Source: an optimization exercise on an open RTL-to-GDS flow (aim: small area). Production flows keep margins and buffers that such runs may drop.
Function not checked in this run: the RTL went through the layout flow alone.
Power and IR drop assume default switching activity.

==> design.v <==
module pkdec_conv (
    input  wire         clk,
    input  wire         rst,         
    input  wire         in_valid,
    input  wire         in_op,       
    input  wire [127:0] in_a,        
    input  wire [63:0]  in_gb,       
    input  wire [2:0]   in_rm,       
    output wire         out_valid,
    output wire [127:0] out_d,       
    output wire         out_vx,      
    output wire         out_xx       
);
    localparam [127:0] QNAN  = {16'h7C00, 112'd0};
    localparam [127:0] PZERO = 128'hC;
    function [11:0] dpd_decode;
        input [9:0] b;
        reg [3:0] d2, d1, d0;
        begin
            if (!b[3]) begin
                d2 = {1'b0, b[9:7]}; d1 = {1'b0, b[6:4]}; d0 = {1'b0, b[2:0]};
            end else begin
                case (b[2:1])
                    2'b00: begin d2 = {1'b0, b[9:7]}; d1 = {1'b0, b[6:4]}; d0 = {3'b100, b[0]}; end
                    2'b01: begin d2 = {1'b0, b[9:7]}; d1 = {3'b100, b[4]}; d0 = {1'b0, b[6:5], b[0]}; end
                    2'b10: begin d2 = {3'b100, b[7]}; d1 = {1'b0, b[6:4]}; d0 = {1'b0, b[9:8], b[0]}; end
                    default: begin
                        case (b[6:5])
                            2'b00: begin d2 = {3'b100, b[7]}; d1 = {3'b100, b[4]}; d0 = {1'b0, b[9:8], b[0]}; end
                            2'b01: begin d2 = {3'b100, b[7]}; d1 = {1'b0, b[9:8], b[4]}; d0 = {3'b100, b[0]}; end
                            2'b10: begin d2 = {1'b0, b[9:7]}; d1 = {3'b100, b[4]}; d0 = {3'b100, b[0]}; end
                            default: begin d2 = {3'b100, b[7]}; d1 = {3'b100, b[4]}; d0 = {3'b100, b[0]}; end
                        endcase
                    end
                endcase
            end
            dpd_decode = {d2, d1, d0};
        end
    endfunction
    function [9:0] dpd_encode;
        input [11:0] bcd;
        reg a, b, c, d, e, f, g, h, i, j, k, m;
        begin
            {a, b, c, d} = bcd[11:8];
            {e, f, g, h} = bcd[7:4];
            {i, j, k, m} = bcd[3:0];
            case ({a, e, i})
                3'b000: dpd_encode = {b, c, d, f, g, h, 1'b0, j, k, m};
                3'b001: dpd_encode = {b, c, d, f, g, h, 1'b1, 1'b0, 1'b0, m};
                3'b010: dpd_encode = {b, c, d, j, k, h, 1'b1, 1'b0, 1'b1, m};
                3'b011: dpd_encode = {b, c, d, 1'b1, 1'b0, h, 1'b1, 1'b1, 1'b1, m};
                3'b100: dpd_encode = {j, k, d, f, g, h, 1'b1, 1'b1, 1'b0, m};
                3'b101: dpd_encode = {f, g, d, 1'b0, 1'b1, h, 1'b1, 1'b1, 1'b1, m};
                3'b110: dpd_encode = {j, k, d, 1'b0, 1'b0, h, 1'b1, 1'b1, 1'b1, m};
                default: dpd_encode = {1'b0, 1'b0, d, 1'b1, 1'b1, h, 1'b1, 1'b1, 1'b1, m};
            endcase
        end
    endfunction
    integer n;
    reg         v1;
    reg         op1;
    reg [127:0] a1;
    reg [63:0]  gb1;
    reg [2:0]   rm1;
    always @(posedge clk) begin
        if (rst) v1 <= 1'b0;
        else     v1 <= in_valid;
        op1 <= in_op;
        a1  <= in_a;
        gb1 <= in_gb;
        rm1 <= in_rm;
    end
    wire [4:0]  comb_f  = a1[126:122];
    wire        d_sign  = a1[127];
    wire        d_spec  = (comb_f[4:1] == 4'b1111);           
    wire [1:0]  d_ehi   = (comb_f[4:3] == 2'b11) ? comb_f[2:1] : comb_f[4:3];
    wire [3:0]  d_msd   = (comb_f[4:3] == 2'b11) ? {3'b100, comb_f[0]} : {1'b0, comb_f[2:0]};
    wire [13:0] d_bexp  = {d_ehi, a1[121:110]};
    reg [135:0] d_coef;           
    reg [5:0]   d_ndig;           
    always @* begin
        d_coef[135:132] = d_msd;
        for (n = 0; n < 11; n = n + 1)
            d_coef[n*12 +: 12] = dpd_decode(a1[n*10 +: 10]);
        d_ndig = 6'd0;
        for (n = 0; n < 34; n = n + 1)
            if (d_coef[n*4 +: 4] != 4'd0) d_ndig = n + 1;
    end
    wire signed [63:0] gb_s  = gb1;
    wire        gb_ok   = (gb_s >= -64'sd6176) && (gb_s <= 64'sd6111);
    wire signed [15:0] diff = $signed({{2{gb1[13]}}, gb1[13:0]}) + 16'sd6176
                              - $signed({2'b00, d_bexp});
    reg         s_bad;
    reg [135:0] s_coef;
    reg [127:0] s_res;
    wire [13:0] s_bexp = gb1[13:0] + 14'd6176;
    always @* begin
        s_bad = (a1[3:0] < 4'hA) || !gb_ok;
        for (n = 1; n < 32; n = n + 1)
            if (a1[n*4 +: 4] > 4'd9) s_bad = 1'b1;
        s_coef = {12'd0, a1[127:4]};
        s_res[127]     = (a1[3:0] == 4'hB) || (a1[3:0] == 4'hD);
        s_res[126:122] = {s_bexp[13:12], 3'b000};
        s_res[121:110] = s_bexp[11:0];
        for (n = 0; n < 11; n = n + 1)
            s_res[n*10 +: 10] = dpd_encode(s_coef[n*12 +: 12]);
    end
    reg         v2, op2, sign2, inv2;
    reg [2:0]   rm2;
    reg [135:0] coef2;
    reg [5:0]   ndig2;
    reg signed [15:0] diff2;
    reg [127:0] s2d2;
    always @(posedge clk) begin
        if (rst) v2 <= 1'b0;
        else     v2 <= v1;
        op2   <= op1;
        rm2   <= rm1;
        sign2 <= d_sign;
        inv2  <= op1 ? s_bad : (d_spec || !gb_ok);
        coef2 <= d_coef;
        ndig2 <= d_ndig;
        diff2 <= diff;
        s2d2  <= s_bad ? QNAN : s_res;
    end
    reg [135:0] kept;             
    reg [3:0]   rdig;             
    reg         stick;            
    reg         lovf;             
    reg [5:0]   rsh, lsh;
    reg [279:0] wide;             
    always @* begin
        kept  = 136'd0;
        rdig  = 4'd0;
        stick = 1'b0;
        lovf  = 1'b0;
        rsh   = 6'd0;
        lsh   = 6'd0;
        wide  = 280'd0;
        if (diff2 <= 16'sd0) begin
            lsh = (diff2 < -16'sd32) ? 6'd32 : -diff2[5:0];
            lovf = (ndig2 != 6'd0) && ($signed({10'd0, ndig2}) - diff2 > 16'sd31);
            kept = coef2 << (4 * lsh);
        end else begin
            rsh  = (diff2 > 16'sd36) ? 6'd36 : diff2[5:0];
            wide = {coef2, 144'd0} >> (4 * rsh);
            kept  = wide[279:144];
            rdig  = wide[143:140];
            stick = |wide[139:0];
        end
    end
    reg         v3, op3, sign3, inv3, lovf3, stick3;
    reg [2:0]   rm3;
    reg [135:0] kept3;
    reg [3:0]   rdig3;
    reg [127:0] s2d3;
    always @(posedge clk) begin
        if (rst) v3 <= 1'b0;
        else     v3 <= v2;
        op3    <= op2;
        rm3    <= rm2;
        sign3  <= sign2;
        inv3   <= inv2;
        lovf3  <= lovf;
        kept3  <= kept;
        rdig3  <= rdig;
        stick3 <= stick;
        s2d3   <= s2d2;
    end
    wire inexact = (rdig3 != 4'd0) || stick3;
    reg  round_up;
    always @* begin
        case (rm3)
            3'd0:    round_up = (rdig3 > 4'd5) || ((rdig3 == 4'd5) && (stick3 || kept3[0]));
            3'd1:    round_up = 1'b0;
            3'd2:    round_up = inexact && !sign3;
            3'd3:    round_up = inexact && sign3;
            3'd4:    round_up = (rdig3 >= 4'd5);
            default: round_up = 1'b0;
        endcase
    end
    reg [135:0] rounded;
    reg         cy;
    always @* begin
        cy = round_up;
        for (n = 0; n < 34; n = n + 1) begin
            if (cy && (kept3[n*4 +: 4] == 4'd9)) begin
                rounded[n*4 +: 4] = 4'd0;
                cy = 1'b1;
            end else begin
                rounded[n*4 +: 4] = kept3[n*4 +: 4] + {3'd0, cy};
                cy = 1'b0;
            end
        end
    end
    reg         v4, op4, sign4, inv4, lovf4, inx4;
    reg [135:0] rnd4;
    reg [127:0] s2d4;
    always @(posedge clk) begin
        if (rst) v4 <= 1'b0;
        else     v4 <= v3;
        op4   <= op3;
        sign4 <= sign3;
        inv4  <= inv3;
        lovf4 <= lovf3;
        inx4  <= inexact;
        rnd4  <= rounded;
        s2d4  <= s2d3;
    end
    wire        d_inv  = inv4 || lovf4 || (rnd4[135:124] != 12'd0);
    reg [127:0] res;
    reg         vx, xx;
    always @* begin
        if (op4) begin
            res = s2d4;
            vx  = inv4;
            xx  = 1'b0;
        end else if (d_inv) begin
            res = PZERO;
            vx  = 1'b1;
            xx  = 1'b0;
        end else begin
            res = {rnd4[123:0], sign4 ? 4'hD : 4'hC};
            vx  = 1'b0;
            xx  = inx4;
        end
    end
    reg         v5, vx5, xx5;
    reg [127:0] res5;
    always @(posedge clk) begin
        if (rst) v5 <= 1'b0;
        else     v5 <= v4;
        res5 <= res;
        vx5  <= vx;
        xx5  <= xx;
    end
    reg         v6, vx6, xx6;
    reg [127:0] res6;
    always @(posedge clk) begin
        if (rst) v6 <= 1'b0;
        else     v6 <= v5;
        res6 <= res5;
        vx6  <= vx5;
        xx6  <= xx5;
    end
    assign out_valid = v6;
    assign out_d     = res6;
    assign out_vx    = vx6;
    assign out_xx    = xx6;
endmodule
==> run.sh <==
#!/bin/bash
# synth_recipe.tcl (not shown) runs the flow's synth.tcl, then flattens the netlist and writes it again
# the make line also repeats each setting of config.mk as NAME=value (left out here)
make -C /OpenROAD-flow-scripts/flow DESIGN_CONFIG=/design/flow/config.mk WORK_HOME=/design/flow/orfs CLKGATE_MAP_FILE= SYNTH_SCRIPT=/design/flow/synth_recipe.tcl finish
==> config.mk <==
export PLATFORM = sky130hd
export DESIGN_NAME = pkdec_conv
export DESIGN_NICKNAME = pkdec_conv
export VERILOG_FILES = /design/flow/design.v
export SDC_FILE = /design/flow/constraint.sdc
export NUM_CORES = 4
export LEC_CHECK = 0
export CAP_MARGIN = 40
export CORE_MARGIN = 2
export CORE_UTILIZATION = 30
export SLEW_MARGIN = 30
==> constraint.sdc <==
create_clock -name core_clock -period 6.0 [get_ports {clk}]
set_input_delay 1.2000 -clock core_clock [delete_from_list [all_inputs] [get_ports {clk}]]
set_output_delay 1.2000 -clock core_clock [all_outputs]
set_load 0.01 [all_outputs]
==> notes.md <==
## layout make-up
| cell class | instances | area, um^2 | share of cell area |
|---|---|---|---|
| multi-input cells | 4194 | 27000 | 0.386 |
| flip-flops and latches | 1275 | 25500 | 0.365 |
| repair buffers | 1056 | 9180 | 0.131 |
| clock buffers | 169 | 3620 | 0.0518 |
| well taps | 2370 | 2970 | 0.0424 |
| clock inverters | 74 | 978 | 0.0140 |
| inverters | 146 | 548 | 0.00784 |
| diodes | 41 | 103 | 0.00147 |
## power by group through the flow
stage	Clock, W	Sequential (W)	Combinational, W
4_1_cts	0.00870	0.00976	0.0112
2_1_floorplan	0	0.00952	0.00474
3_5_place_dp	0	0.00994	0.0111
6_report	0.00857	0.00979	0.0118
5_1_grt	0.00903	0.00981	0.0118
3_3_place_gp	0	0.00994	0.0112
## stage by stage
step                      total power, W  hold slack, ns  cell area (um^2)
after floorplan                   0.0143           0.310             54700
after global placement            0.0212           0.310             64900
after detailed placement          0.0211           0.312             65100
after CTS                         0.0296           0.304             69700
after global routing              0.0306           0.322             69900
final                             0.0302           0.309             69900
## kinds of logic (layout without fill, tap and decap cells)
family          Yosys count  in the layout
buf+inv                 620           1445
fa+ha+maj               106            106
other cells               0             41
xor+xnor                 90             90
simple gates           2033           2033
mux                     390            390
flops                  1275           1275
compound gates         1575           1575
## registers in the layout, summed over array words and instances, names as in the netlist, 3 cells and up
register	cells
coef2	136
kept3	136
rnd4	136
a1	128
res5	128
res6	128
s2d2	120
s2d3	120
s2d4	120
gb1	64
diff2	16
ndig2	6
rdig3	4
rm1	3
rm2	3
rm3	3
## worst register-to-register path: cells and delay by family, from the launching register on
| family | cells | cell delay, ns |
|---|---|---|
| compound gates | 7 | 2.27 |
| fa+ha+maj | 1 | 0.26 |
| buf+inv | 6 | 1.21 |
| flops | 1 | 0.40 |
| mux | 1 | 0.25 |
| simple gates | 4 | 1.07 |
## routing by layer
metal | up-vias | routed length [um] | track usage
li1 | 23346 | - | -
met1 | 27130 | 144000 | 0.474
met2 | 3712 | 141000 | 0.511
met3 | 894 | 41300 | 0.135
met4 | 36 | 28400 | 0.246
met5 | - | 270 | 0
## worst max path at each step
stage | startpoint | end | slack (ns) | depth (start not counted)
2_1_floorplan | diff2[0] | stick3 | 1.68 | 19
3_3_place_gp | diff2[10] | stick3 | 0.70 | 13
3_5_place_dp | diff2[0] | stick3 | 0.69 | 19
4_1_cts | diff2[0] | stick3 | 0.72 | 19
5_1_grt | diff2[0] | stick3 | 0.47 | 19
6_report | diff2[0] | stick3 | 0.51 | 19
## cells in the mapped netlist, types with 18 or more instances
master	instances
mux2_2	55
nand2b_1	42
nand4_1	61
and3_1	77
o211ai_1	40
a21oi_1	360
a221oi_1	37
or4_1	27
mux4_2	56
buf_1	89
nand2_1	772
a211oi_1	107
dfxtp_1	1275
xnor2_1	52
a21o_1	46
a311oi_1	20
a22oi_1	54
ha_1	104
o41ai_1	22
xor2_1	38
and2_1	50
a31oi_1	78
o21ai_0	349
nor2b_1	138
a22o_1	48
clkbuf_1	333
nor4bb_1	24
buf_2	46
nand3_1	127
o31ai_1	18
o221ai_1	28
o22ai_1	144
nor4_1	68
nor3_1	80
mux2i_1	278
inv_1	141
nor2_1	473
## placed cells by master, fill, tap and decap left out, types with 52 or more instances in the layout
master | synthesis | final
inv_1 | 141 | 141
nand3_1 | 127 | 125
clkdlybuf4s50_1 | 0 | 329
a21oi_1 | 360 | 359
dfxtp_1 | 1275 | 1267
a31oi_1 | 78 | 75
o21ai_0 | 349 | 344
nor4_1 | 68 | 65
mux2i_1 | 278 | 278
a211oi_1 | 107 | 104
ha_1 | 104 | 104
o22ai_1 | 144 | 143
nor2b_1 | 138 | 138
nand4_1 | 61 | 61
mux4_2 | 56 | 56
nor3_1 | 80 | 79
a22oi_1 | 54 | 54
xnor2_1 | 52 | 52
clkbuf_16 | 0 | 133
buf_4 | 2 | 672
nand2_1 | 772 | 768
nor2_1 | 473 | 469
and3_1 | 77 | 76
mux2_2 | 55 | 55
==> results_dict.tcl <==
set metrics [dict create \
    outcome "timing/DRC/antenna clean" \
    grt_max_degree 142 \
    io_buffers 329 \
    p_leak_nw 28.7 \
    vias 55118 \
    synth_area_leaders "dfxtp_1 47%, nand2_1 5.3%, mux2i_1 5.1%" \
    r2r_setup_slack_ns 0.51 \
    start_util 0.302 \
    yosys.area_share.simple 0.176 \
    cts_resized 0 \
    p_sw_frac 0.409 \
    ctsRootBufferMaster "clkbuf_16" \
    final_cells 9325 \
    post-route-drc-count 0 \
    timing.final.crit_share 0.916 \
    worstRegToRegCells 19 \
    num-nets-final 7110 \
    place_ws_ns 0.694 \
    yosysUniqueCellTypes 98 \
    synth_top_family_by_area "compound AO/OA/AOI/OAI gates" \
    synth.area.mux_share 0.0855 \
    io_pins 330 \
    syn_to_final_growth_pct 27.9 \
    required_ns 6.74 \
    min_period_ns 5.49 \
    layout-drive-gt1-share 0.167 \
    clk_path_buf_depth 3 \
    async_flop_share 0 \
    synth_fa_ha_area_frac 0.0245 \
    ir_drop_uv 229 \
    clk_latency_ns 0.84 \
    timing.fmax_ghz 0.182 \
    synth-edff-count 0 \
    drt_wl_total_um 355000 \
    numCtsBuffers 132 \
    fp.dieH_um 431 \
    clock_sinks 1275 \
    cts_htree_levels 4 \
    viasPerCell 5.91 \
    synthXorXnorAreaFrac 0.0144 \
    hold_viol 0 \
    p_int_w 0.0179 \
    tns_ns 0 \
    crit_top_cell "buf_4" \
    gp_congestion 1.09 \
    holdPathEnd "s2d4[92]" \
    synth_fp_nets 6394 \
    yosys_warnings 1 \
    pwr-share-clk 0.284 \
    powerDensity_nw_per_um2 432 \
    die_x_um 431 \
    hold_start "s2d3[92]" \
    fillerInstances 18182 \
    core_area_um2 181000 \
    cap_viol_max_count 0 \
    critical-path-top-delay-family "compound AO/OA/AOI/OAI gates" \
    slowest_delay_ns 0.87 \
    post-place-cells 9028 \
    finish.utilization 0.387 \
    timing.rr.start "diff2[0]" \
    synth_top_area_frac 0.467 \
    dpl.hpwl_um 284000 \
    synth_area_per_cell_um2 8.98 \
    finClkSkew_ns 0.0683 \
    clk_pin_slew_ns 0.10 \
    syn_area_um2 54700 \
    crit_path_end_kind "register" \
    yosys_register_bits 1275 \
    syn_inst 6089 \
    finalWorstSetupSlack_ns 0.507 \
    hold_buffers 0 \
    grt_overflow 0 \
    switchingPower_w 0.0124 \
    critical_path_class "register to register" \
    ant_nets 0 \
    yosysTopAreaCell "dfxtp_1" \
    slowest_stage "a221oi_1" \
    seqPwrFrac 0.324 \
    final_max_slew_viol_count 0 \
    die_area_um2 186000 \
    seq_area_frac_synth 0.467 \
    post_cts_buffers 0 \
    synthFlopType "dfxtp_1" \
    grt_pass1_vias 51156 \
    arrival_ns 6.23 \
    slew_headroom 0.319 \
    tightestPinTransition_ns 0.993 \
    grt_setup_unrepaired "no" \
    crit_chain "clkinv_1 -> ha_1 -> nand2b_1 -> a21oi_4 -> o31ai_4 -> buf_4 -> a221oi_1 -> a22oi_1 -> buf_4 -> mux2i_1 -> buf_4 -> o22ai_1 -> buf_4 -> nor4_1 -> nand2_1 -> nor4_1 -> buf_4 -> o211ai_1 -> o31a_1" \
    critPathMaxFanout 19 \
    cts_tree "done" \
    drtPass1Iterations 6 \
    grt_pass1_wl_um 463000 \
    first_iter_violations 7754 \
    antenna_found_initial 59 \
    wl_per_cell_um 38.0 \
    synth_compound_area_frac 0.189 \
    grt_usage 0.369 \
    p_comb_frac 0.392 \
    worstHoldPathType "register to register" \
    reg2reg_to "stick3" \
    hold_depth 0 \
    fp-row-count 156 \
    critPathLaunchType "register" \
    setup_violations 0 \
    critPathBufInv 6 \
]

-- what the ideal ports hide --
No port has a modelled driver above. Below, the same layout with a new extraction and two added sets of constraints. Step 1: set_driving_cell puts a clkbuf_16 on clk and a buf_2 on each other input, an assumption about the parent block. Step 2 adds t to the input delays and takes it off the output delays; t is the mean of the earliest and latest rising clock arrival at the registers after step 1. Input paths then give back, and output paths get back, about the clock's delay inside the block. Three values: ideal ports, drivers, drivers and shift; two values: the first two.
shift t [ns]: 0.895
slack for setup (ns): 0.507 / 0.507 / 0.507
clock arrival spread, ns: 0.069 / 0.068
After both steps this run still meets setup and hold. For this run, drivers alone change the setup slack by 0.000 ns; drivers and shift together by 0.000 ns.
